This is an optimization exercise on Yosys and OpenROAD, whose aim is small area, a short achievable clock period and few clock cycles per item, not a production implementation. Function was checked by simulation only, so behaviour that the tests miss may differ from the original. Power figures rest on the tool's default switching activity, not on a simulated workload.

**run.sh**
```bash
#!/bin/bash
# synth_recipe.tcl (not shown) runs the flow's synth.tcl, then flattens the netlist and writes it again
# the make line also repeats each setting of config.mk as NAME=value (left out here)
make -C /OpenROAD-flow-scripts/flow DESIGN_CONFIG=/design/flow/config.mk WORK_HOME=/design/flow/orfs CLKGATE_MAP_FILE= SYNTH_SCRIPT=/design/flow/synth_recipe.tcl finish
```
**config.mk**
```make
export PLATFORM = sky130hd
export DESIGN_NAME = par_engine
export DESIGN_NICKNAME = par_engine
export VERILOG_FILES = /design/flow/design.v
export SDC_FILE = /design/flow/constraint.sdc
export NUM_CORES = 4
export LEC_CHECK = 0
export CAP_MARGIN = 20
export CORE_MARGIN = 2
export CORE_UTILIZATION = 40
export SLEW_MARGIN = 20
```
**constraint.sdc**
```tcl
create_clock -name core_clock -period 8.0 [get_ports {clk}]
set_input_delay 1.6000 -clock core_clock [delete_from_list [all_inputs] [get_ports {clk}]]
set_output_delay 1.6000 -clock core_clock [all_outputs]
set_load 0.01 [all_outputs]
```
**design.v**
```verilog
module par_engine (
  input  wire        clk,
  input  wire        rst,
  input  wire        cmd_valid,
  output wire        cmd_ready,
  input  wire [1:0]  cmd_mode,     
  input  wire [4:0]  cmd_n,        
  input  wire [4:0]  cmd_a,        
  input  wire [4:0]  cmd_b,        
  input  wire [11:0] cmd_cols,     
  input  wire        in_valid,
  output wire        in_ready,
  input  wire [63:0] in_data,
  output reg         out_valid,
  input  wire        out_ready,
  output reg  [63:0] out_data,
  output reg         out_last
);
  localparam [1:0] M_GEN = 2'd0, M_UPD = 2'd1, M_REC = 2'd2;
  localparam [2:0] S_IDLE = 3'd0, S_SET1 = 3'd1, S_SET2 = 3'd2, S_IN = 3'd3,
                   S_CALC = 3'd4, S_OUT = 3'd5;
  function automatic [7:0] gf_mul(input [7:0] x, input [7:0] y);
    reg [7:0] acc, t;
    integer i;
    begin
      acc = 8'h00;
      t   = x;
      for (i = 0; i < 8; i = i + 1) begin
        if (y[i]) acc = acc ^ t;
        t = {t[6:0], 1'b0} ^ (t[7] ? 8'h1d : 8'h00);
      end
      gf_mul = acc;
    end
  endfunction
  function automatic [63:0] gf_mul_w(input [63:0] w, input [7:0] c);
    integer l;
    begin
      for (l = 0; l < 8; l = l + 1)
        gf_mul_w[8*l +: 8] = gf_mul(w[8*l +: 8], c);
    end
  endfunction
  localparam [255:0] EXP_TAB = {
      8'hc0, 8'h60, 8'h30, 8'h18, 8'h0c, 8'h06, 8'h03, 8'h8f,
      8'hc9, 8'hea, 8'h75, 8'hb4, 8'h5a, 8'h2d, 8'h98, 8'h4c,
      8'h26, 8'h13, 8'h87, 8'hcd, 8'he8, 8'h74, 8'h3a, 8'h1d,
      8'h80, 8'h40, 8'h20, 8'h10, 8'h08, 8'h04, 8'h02, 8'h01};
  localparam [255:0] EXPN_TAB = {
      8'h12, 8'h24, 8'h48, 8'h90, 8'h3d, 8'h7a, 8'hf4, 8'hf5,
      8'hf7, 8'hf3, 8'hfb, 8'heb, 8'hcb, 8'h8b, 8'h0b, 8'h16,
      8'h2c, 8'h58, 8'hb0, 8'h7d, 8'hfa, 8'he9, 8'hcf, 8'h83,
      8'h1b, 8'h36, 8'h6c, 8'hd8, 8'had, 8'h47, 8'h8e, 8'h01};
  localparam [2047:0] INV_TAB = {
      8'hfd, 8'h7e, 8'hff, 8'h7f, 8'h75, 8'he8, 8'hd4, 8'h42,
      8'hc9, 8'hd3, 8'h8f, 8'h03, 8'hea, 8'hb5, 8'he7, 8'he3,
      8'h6a, 8'hb2, 8'h21, 8'h6d, 8'hb4, 8'hf3, 8'h74, 8'hfa,
      8'hf1, 8'he2, 8'hb1, 8'h86, 8'hf0, 8'he6, 8'h3f, 8'h14,
      8'h91, 8'h19, 8'h0a, 8'h99, 8'h78, 8'h76, 8'h73, 8'h10,
      8'hd6, 8'hd7, 8'h43, 8'hf9, 8'hf6, 8'hc8, 8'h71, 8'h29,
      8'h3a, 8'ha8, 8'h7d, 8'h85, 8'h5a, 8'h62, 8'hf7, 8'hd2,
      8'h9e, 8'ha3, 8'hb8, 8'h65, 8'h35, 8'ha5, 8'h59, 8'h12,
      8'hb6, 8'hae, 8'h9a, 8'h95, 8'h7b, 8'h07, 8'h64, 8'hc5,
      8'haf, 8'hbf, 8'hf2, 8'heb, 8'h6b, 8'hee, 8'he5, 8'h87,
      8'hb7, 8'hbe, 8'h08, 8'h9c, 8'h3c, 8'h0d, 8'h3b, 8'hce,
      8'h05, 8'h46, 8'hc2, 8'h34, 8'hc6, 8'h9f, 8'h82, 8'h1c,
      8'ha2, 8'hc7, 8'h09, 8'hac, 8'h94, 8'hbd, 8'hdc, 8'h0b,
      8'h5c, 8'h0f, 8'hbc, 8'h9b, 8'h4f, 8'h44, 8'hdf, 8'h18,
      8'hf5, 8'h02, 8'h69, 8'h53, 8'h2d, 8'h27, 8'h31, 8'h49,
      8'hb0, 8'he4, 8'hcc, 8'h7c, 8'h1d, 8'ha1, 8'h54, 8'h1b,
      8'hfc, 8'hfe, 8'hcd, 8'h84, 8'hbb, 8'h06, 8'h77, 8'hdb,
      8'h79, 8'hda, 8'hfb, 8'he9, 8'hd9, 8'h11, 8'hd1, 8'h28,
      8'h32, 8'h2f, 8'hec, 8'h20, 8'hb3, 8'hef, 8'h8d, 8'h52,
      8'h4d, 8'h17, 8'hc4, 8'hb9, 8'h5b, 8'hca, 8'h57, 8'h24,
      8'h41, 8'h37, 8'h0e, 8'h97, 8'h63, 8'hcb, 8'hc1, 8'h13,
      8'h61, 8'h25, 8'h1a, 8'h81, 8'h8c, 8'h68, 8'h23, 8'h38,
      8'h93, 8'h45, 8'h67, 8'h16, 8'h1e, 8'h2b, 8'h88, 8'h30,
      8'h04, 8'ha6, 8'h4e, 8'h92, 8'hd5, 8'hf8, 8'h5f, 8'h36,
      8'he1, 8'h15, 8'h0c, 8'hab, 8'ha9, 8'hcf, 8'h22, 8'h50,
      8'h5e, 8'h40, 8'hc3, 8'ha4, 8'h2e, 8'h6f, 8'h89, 8'h48,
      8'h6e, 8'h33, 8'h8b, 8'h26, 8'h4a, 8'h1f, 8'hd0, 8'h70,
      8'h8a, 8'h2c, 8'h56, 8'h60, 8'h51, 8'h39, 8'hed, 8'h6c,
      8'h2a, 8'h4b, 8'h83, 8'ha0, 8'h80, 8'h55, 8'hde, 8'h90,
      8'h66, 8'h4c, 8'h3e, 8'he0, 8'h58, 8'hc0, 8'h72, 8'hd8,
      8'h96, 8'h5d, 8'haa, 8'h3d, 8'h98, 8'hdd, 8'h9d, 8'had,
      8'hba, 8'h7a, 8'ha7, 8'h47, 8'hf4, 8'h8e, 8'h01, 8'h00};
  function automatic [7:0] gf_exp(input [4:0] e);
    gf_exp = EXP_TAB[8*e +: 8];
  endfunction
  function automatic [7:0] gf_exp_neg(input [4:0] e);
    gf_exp_neg = EXPN_TAB[8*e +: 8];
  endfunction
  function automatic [7:0] gf_inv(input [7:0] x);
    gf_inv = INV_TAB[8*x +: 8];
  endfunction
  reg [2:0]  state;
  reg [1:0]  mode;
  reg [4:0]  n;
  reg [4:0]  lo, hi;          
  reg        two;             
  reg [11:0] cols_left;
  reg [4:0]  k;               
  reg [4:0]  last_k;          
  reg        out_idx;         
  reg        out_two;         
  reg [7:0]  c_glo, c_ghi, c_ginvlo, c_inv;
  reg [63:0] ps, qs, pin, qin;
  reg [63:0] res1;
  wire [7:0] exp_lo   = gf_exp(lo);
  wire [7:0] exp_hi   = gf_exp(hi);
  wire [7:0] expn_lo  = gf_exp_neg(lo);
  wire [7:0] inv_lohi = gf_inv(c_glo ^ c_ghi);
  assign cmd_ready = (state == S_IDLE);
  assign in_ready  = (state == S_IN);
  wire        in_fire = in_valid && in_ready;
  wire        k_data  = (k < n);
  wire        k_lost  = two ? (k == lo || k == hi) : (k == lo);
  wire        do_acc  = (mode == M_GEN) ||
                        (mode == M_UPD && k < 5'd2) ||
                        (mode == M_REC && k_data && !k_lost);
  wire        do_pin  = (mode == M_UPD && k == 5'd2) || (mode == M_REC && k == n);
  wire        do_qin  = (mode == M_UPD && k == 5'd3) || (mode == M_REC && k == n + 5'd1);
  wire [7:0]  in_coef = (mode == M_UPD) ? c_glo : gf_exp(k);
  wire [63:0] in_term = gf_mul_w(in_data, in_coef);
  wire [63:0] pp = ps ^ pin;           
  wire [63:0] qq = qs ^ qin;           
  wire        lo_data = (lo < n);
  wire        hi_data = (hi < n);
  wire        hi_p    = (hi == n);
  wire [63:0] dd_a = gf_mul_w(qq ^ gf_mul_w(pp, c_ghi), c_inv);
  wire [63:0] dp_a = gf_mul_w(qq, c_ginvlo);
  wire [63:0] dq_q = qs ^ gf_mul_w(pp, c_glo);
  reg  [63:0] r0, r1;
  reg         r_two;
  always @* begin
    r0    = ps;
    r1    = qs;
    r_two = 1'b1;
    case (mode)
      M_UPD: begin
        r0 = pp;
        r1 = qq;
      end
      M_REC: begin
        r_two = two;
        if (!two) begin
          r0 = lo_data ? pp : (lo == n) ? ps : qs;
        end else if (lo_data && hi_data) begin
          r0 = dd_a;
          r1 = pp ^ dd_a;
        end else if (lo_data && hi_p) begin
          r0 = dp_a;
          r1 = ps ^ dp_a;
        end else if (lo_data) begin
          r0 = pp;
          r1 = dq_q;
        end else begin
          r0 = ps;
          r1 = qs;
        end
      end
      default: ;
    endcase
  end
  always @(posedge clk) begin
    if (rst) begin
      state     <= S_IDLE;
      out_valid <= 1'b0;
      out_last  <= 1'b0;
    end else begin
      case (state)
        S_IDLE: if (cmd_valid) begin
          mode      <= cmd_mode;
          n         <= cmd_n;
          cols_left <= cmd_cols;
          if (cmd_mode == M_REC && cmd_b != 5'd31 && cmd_b < cmd_a) begin
            lo <= cmd_b;
            hi <= cmd_a;
          end else begin
            lo <= cmd_a;
            hi <= cmd_b;
          end
          two    <= (cmd_mode == M_REC) && (cmd_b != 5'd31);
          last_k <= (cmd_mode == M_GEN) ? cmd_n - 5'd1 :
                    (cmd_mode == M_UPD) ? 5'd3 : cmd_n + 5'd1;
          state  <= S_SET1;
        end
        S_SET1: begin
          c_glo    <= exp_lo;
          c_ghi    <= exp_hi;
          c_ginvlo <= expn_lo;
          state    <= S_SET2;
        end
        S_SET2: begin
          c_inv <= inv_lohi;
          k     <= 5'd0;
          ps    <= 64'd0;
          qs    <= 64'd0;
          state <= S_IN;
        end
        S_IN: if (in_fire) begin
          if (do_acc) begin
            ps <= ps ^ in_data;
            qs <= qs ^ in_term;
          end
          if (do_pin) pin <= in_data;
          if (do_qin) qin <= in_data;
          k <= k + 5'd1;
          if (k == last_k) state <= S_CALC;
        end
        S_CALC: begin
          out_valid <= 1'b1;
          out_data  <= r0;
          out_last  <= !r_two && (cols_left == 12'd1);
          res1      <= r1;
          out_two   <= r_two;
          out_idx   <= 1'b0;
          state     <= S_OUT;
        end
        S_OUT: if (out_ready) begin
          if (!out_idx && out_two) begin
            out_data <= res1;
            out_last <= (cols_left == 12'd1);
            out_idx  <= 1'b1;
          end else begin
            out_valid <= 1'b0;
            out_last  <= 1'b0;
            k         <= 5'd0;
            ps        <= 64'd0;
            qs        <= 64'd0;
            cols_left <= cols_left - 12'd1;
            state     <= (cols_left == 12'd1) ? S_IDLE : S_IN;
          end
        end
        default: state <= S_IDLE;
      endcase
    end
  end
endmodule
```
==> results by group <==
STA
  – Final Hold Viols: 0
  – Final worst-path cycle share: about four fifths
  – FMAX: around 160 MHz
  – Setup violators final: 0
  – Worst setup margin: 1.74 ns
  – Min Tclk post-route: 6.26 ns
  – Final hold slack: ~0.47 ns
  – Slew HR: between 10% and 20%
  – Setup TNS: 0 ns
  – Unrepaired setup endpoints after global routing: false
  – Worst slew pin tran: about 1.3 ns
  – Fin. max-slew vios: 0
  – Skew final: around 0.035 ns

Cells and area
  – P&R area growth vs syn: 7.50%
  – # nets final: between 10k and 15k
  – Post-route cell area: between 0.08 and 0.09 sq mm
  – FILL cells: roughly 20k
  – Share of layout cells above drive strength 1: under 10%

Route
  – Via Count: around 81k
  – DRC: 0
  – Routed wire length: about 360000 microns
  – Antenna-violating nets left: 0
  – Wire per inst: approximately 27 microns
  – Detailed Routing Iterations Pass 1: 10
  – Drt via density: just over 6
  – Initial DRC Count: around 13k

Die
  – Core Box Area: around 0.2 sq mm
  – Die area: 0.206 sq mm
  – Row count: 165
  – Initial Util: roughly 40%
  – I/O pin count: ~170
  – Die W: approximately 450 microns
  – Die height: ~450 microns

Logic synthesis
  – Post-synth EDFFs: between 400 and 500
  – Post-synth cell types: 89
  – Synth Warn #: 1
  – Area leader, netlist: xnor2_1
  – Cell count after synthesis: 11.0k
  – Top cell type's share of synthesized area: between 20 and 25%
  – Synthesis-stage register bit count: between 400 and 500
  – Syn_area_per_cell: around 7.4 sq um
  – Async S/R FF share, synth: 0%
  – Mapped cell area: between 0.08 and 0.09 sq mm
  – Sequential share of the synthesized area: 17.1%
  – Post-Syn Nets: 11.1k
  – Synth area leaders: xnor2_1 (25%), edfxtp_1 (17%), nand2_1 (9.4%), xor2_1 (7.2%), o21ai_0 (5.0%)
  – Synth Flop Type: edfxtp_1

Global routing
  – Initial antenna violation count: 16
  – First-pass GRT wire length: around 520000 microns
  – Vias in the first global route: ~73k
  – Global router's overall resource usage: around a third
  – Global route overflow: 0
  – Largest net degree at the start of global routing: 125

Clock tree
  – H-tree levels: 2
  – Num CTS Buffers: 59
  – Clock sink count: 463
  – Root Buffer: clkbuf_16
  – Clk slew on worst S/H paths: ~0.06 ns
  – CTS tree: done
  – CTS Buffer Depth: 3
  – Post CTS Setup Buffer Count: 0
  – Post-CTS Hold Buffers: 0
  – Post-CTS Resized: 0
  – Latest clock arrival within the worst-skew pair: roughly 0.71 ns

Placement
  – DP Area: ~0.085 sq mm
  – Place WS: approximately 2 ns
  – DP HPWL: approximately 260000 microns
  – Buffers on Ports: 165
  – Gpl congestion: a little under 1

Outcome
  – Status: complete, no violations

Setup path
  – Crit path kind: reg2reg
  – CP max FO: 13
  – Worst path required time: between 8 and 9 ns
  – Critical path's most frequent cell: xnor2_1
  – CP cell instances: xor2_2 > xnor2_1 > xor2_1 > nand2_1 > xnor3_1 > xnor2_2 > xnor2_2 > xor2_2 > xor2_1 > nor2b_1 > xnor2_1 > xnor2_1 > o21ai_0 > a21oi_1 > o21ai_1
  – Critical Path Source Type: flip-flop
  – Crit path largest cell delay: approximately 0.88 ns
  – CP Capture Type: flip-flop
  – Crit path DAT: 6.72 ns
  – Slowest CP cell: xnor2_1

Power and ir drop
  – Max IR drop VDD: 0.575 mV
  – Pwr dens: 402 mW/mm^2
  – Lkg Pwr: about 31 nW

Flow run
  – Max-Cap Viols: 0

Hold path
  – Hold Crit Class: reg2reg
==> cells by family after synthesis <==
kind of cell | count (synthesis) | share of synthesized area, %
AND/OR/NAND/NOR | 3685 | 18.7
XOR/XNOR | 3203 | 38.4
AO/OA/AOI/OAI | 2286 | 17.2
buffers and inverters | 1097 | 5.36
flip-flops | 463 | 17.1
multiplexers | 168 | 2.21
adder cells (fa/ha/maj) | 64 | 0.987
==> per-stage QoR <==
stage               instances  util (%)  total power [mW]
finish                  13300      43.2              35.0
global route            13300      43.2              36.7
CTS                     13300      43.1              33.6
detailed placement      13100      42.2              30.5
global placement        13100      42.2              30.4
floorplan               11000         -              22.2
==> placed cells by master, fill, tap and decap left out, types with 77 or more instances in the layout <==
master and n:
xor2_1 652, nand3_1 203, a22oi_1 206, o22ai_1 77, a21oi_1 559, nor2_1 998
a211oi_1 81, a221oi_1 78, edfxtp_1 458, xnor2_1 2260, nand2_1 2018, buf_4 297
mux2i_1 136, xnor3_1 120, o211ai_1 85, inv_1 119, nor3_1 133, clkdlybuf4s50_1 165
o21ai_0 806, xnor2_2 85, a31oi_1 81
==> worst max-delay path, delay by kind of cell, from the launching register on <==
family | cells | cell delay, ns
xor gates and xnor gates | 10 | 4.84
DFF | 1 | 0.52
AOI/OAI and AO/OA | 3 | 0.43
and+or+nand+nor | 2 | 0.21
==> report_power, final <==
| part | switching [mW] | internal [mW] |
|---|---|---|
| sequential | 0.199 | 2.82 |
| combinational | 18.3 | 10.9 |
| clock | 1.24 | 1.61 |
==> registers in the layout (all words and copies together) (netlist names), 2 cells and up <==
signal	flops
qs	64
k	5
last_k	5
c_inv	8
res1	64
out_data	64
lo	5
hi	5
n	5
cols_left	12
ps	64
state	3
mode	2
c_ginvlo	8
qin	64
c_glo	8
c_ghi	8
pin	64
==> synth_stat cells, types with 15 or more instances <==
| cell type | number |
|---|---|
| a211oi_1 | 82 |
| a21o_1 | 19 |
| a21oi_1 | 564 |
| a221o_1 | 21 |
| a221oi_1 | 78 |
| a22o_1 | 20 |
| a22oi_1 | 206 |
| a31oi_1 | 81 |
| a32oi_1 | 24 |
| and3_1 | 30 |
| buf_1 | 145 |
| buf_2 | 139 |
| clkbuf_1 | 667 |
| edfxtp_1 | 458 |
| ha_1 | 64 |
| inv_1 | 122 |
| mux2_2 | 26 |
| mux2i_1 | 136 |
| nand2_1 | 2022 |
| nand2b_1 | 61 |
| nand3_1 | 204 |
| nand3b_1 | 44 |
| nor2_1 | 1004 |
| nor2b_1 | 73 |
| nor3_1 | 137 |
| nor3b_1 | 23 |
| o211ai_1 | 85 |
| o21ai_0 | 807 |
| o221ai_1 | 56 |
| o22ai_1 | 77 |
| o311ai_0 | 20 |
| or3_1 | 37 |
| xnor2_1 | 2273 |
| xnor2_2 | 72 |
| xnor2_4 | 15 |
| xnor3_1 | 120 |
| xor2_1 | 663 |
| xor2_2 | 38 |
==> worst paths after layout <==
kind                                            start                    end  slack [ns]  depth (start not counted)
worst min-delay path            out_last$_SDFFE_PP0P_  out_last$_SDFFE_PP0P_        0.47                          2
worst max-delay path              ps[8]$_SDFFCE_PN0P_  out_data[8]$_DFFE_PP_        1.74                         15
worst min register to register  out_last$_SDFFE_PP0P_  out_last$_SDFFE_PP0P_        0.47                          2
worst max register to register    ps[8]$_SDFFCE_PN0P_  out_data[8]$_DFFE_PP_        1.74                         15
==> layout make-up <==
cell class	instances	area, sq um	share of cell area [%]
inverters	131	492	0.564
diodes	5	12.5	0.0144
clock inverters	35	384	0.441
flip-flops and latches	463	13900	15.9
well taps	2672	3340	3.83
multi-input cells	9406	63400	72.7
clock buffers	74	1570	1.81
repair buffers	476	4150	4.76
==> per-layer routing <==
layer	wire [microns]	vias up	track usage, %
met5	25	-	0
met2	146000	5367	47.8
met1	145000	38700	46.3
met4	21600	4	16.5
met3	47200	826	8.27
li1	-	36000	-
Testbench counts, summed over its fixed seeds: cycles 151,506, columns 10,233.

-- separate check: timing with driven ports --
The results above use ideal ports. As a check the final layout listed here was re-extracted and re-timed, cells and wires unchanged.
Step 1 assumes that a clkbuf_16 drives the clock port and a buf_2 every other input.
Step 2 times the ports against the registers' clock, not the clock port: input delays grow and output delays shrink by t, the midpoint of the rising clock arrivals with the driver on.
Slacks: ideal / step 1 / step 2; pairs: ideal / step 1.
t, ns: 0.778
slack for setup (ns): 1.739 / 1.739 / 1.739
worst hold slack (ns): 0.472 / 0.472 / 0.472
latest minus earliest clock arrival (ns): 0.042 / 0.041
After both steps this run still meets setup and hold. The setup slack of this run moves by 0.000 ns with the drivers and by 0.000 ns with both steps.
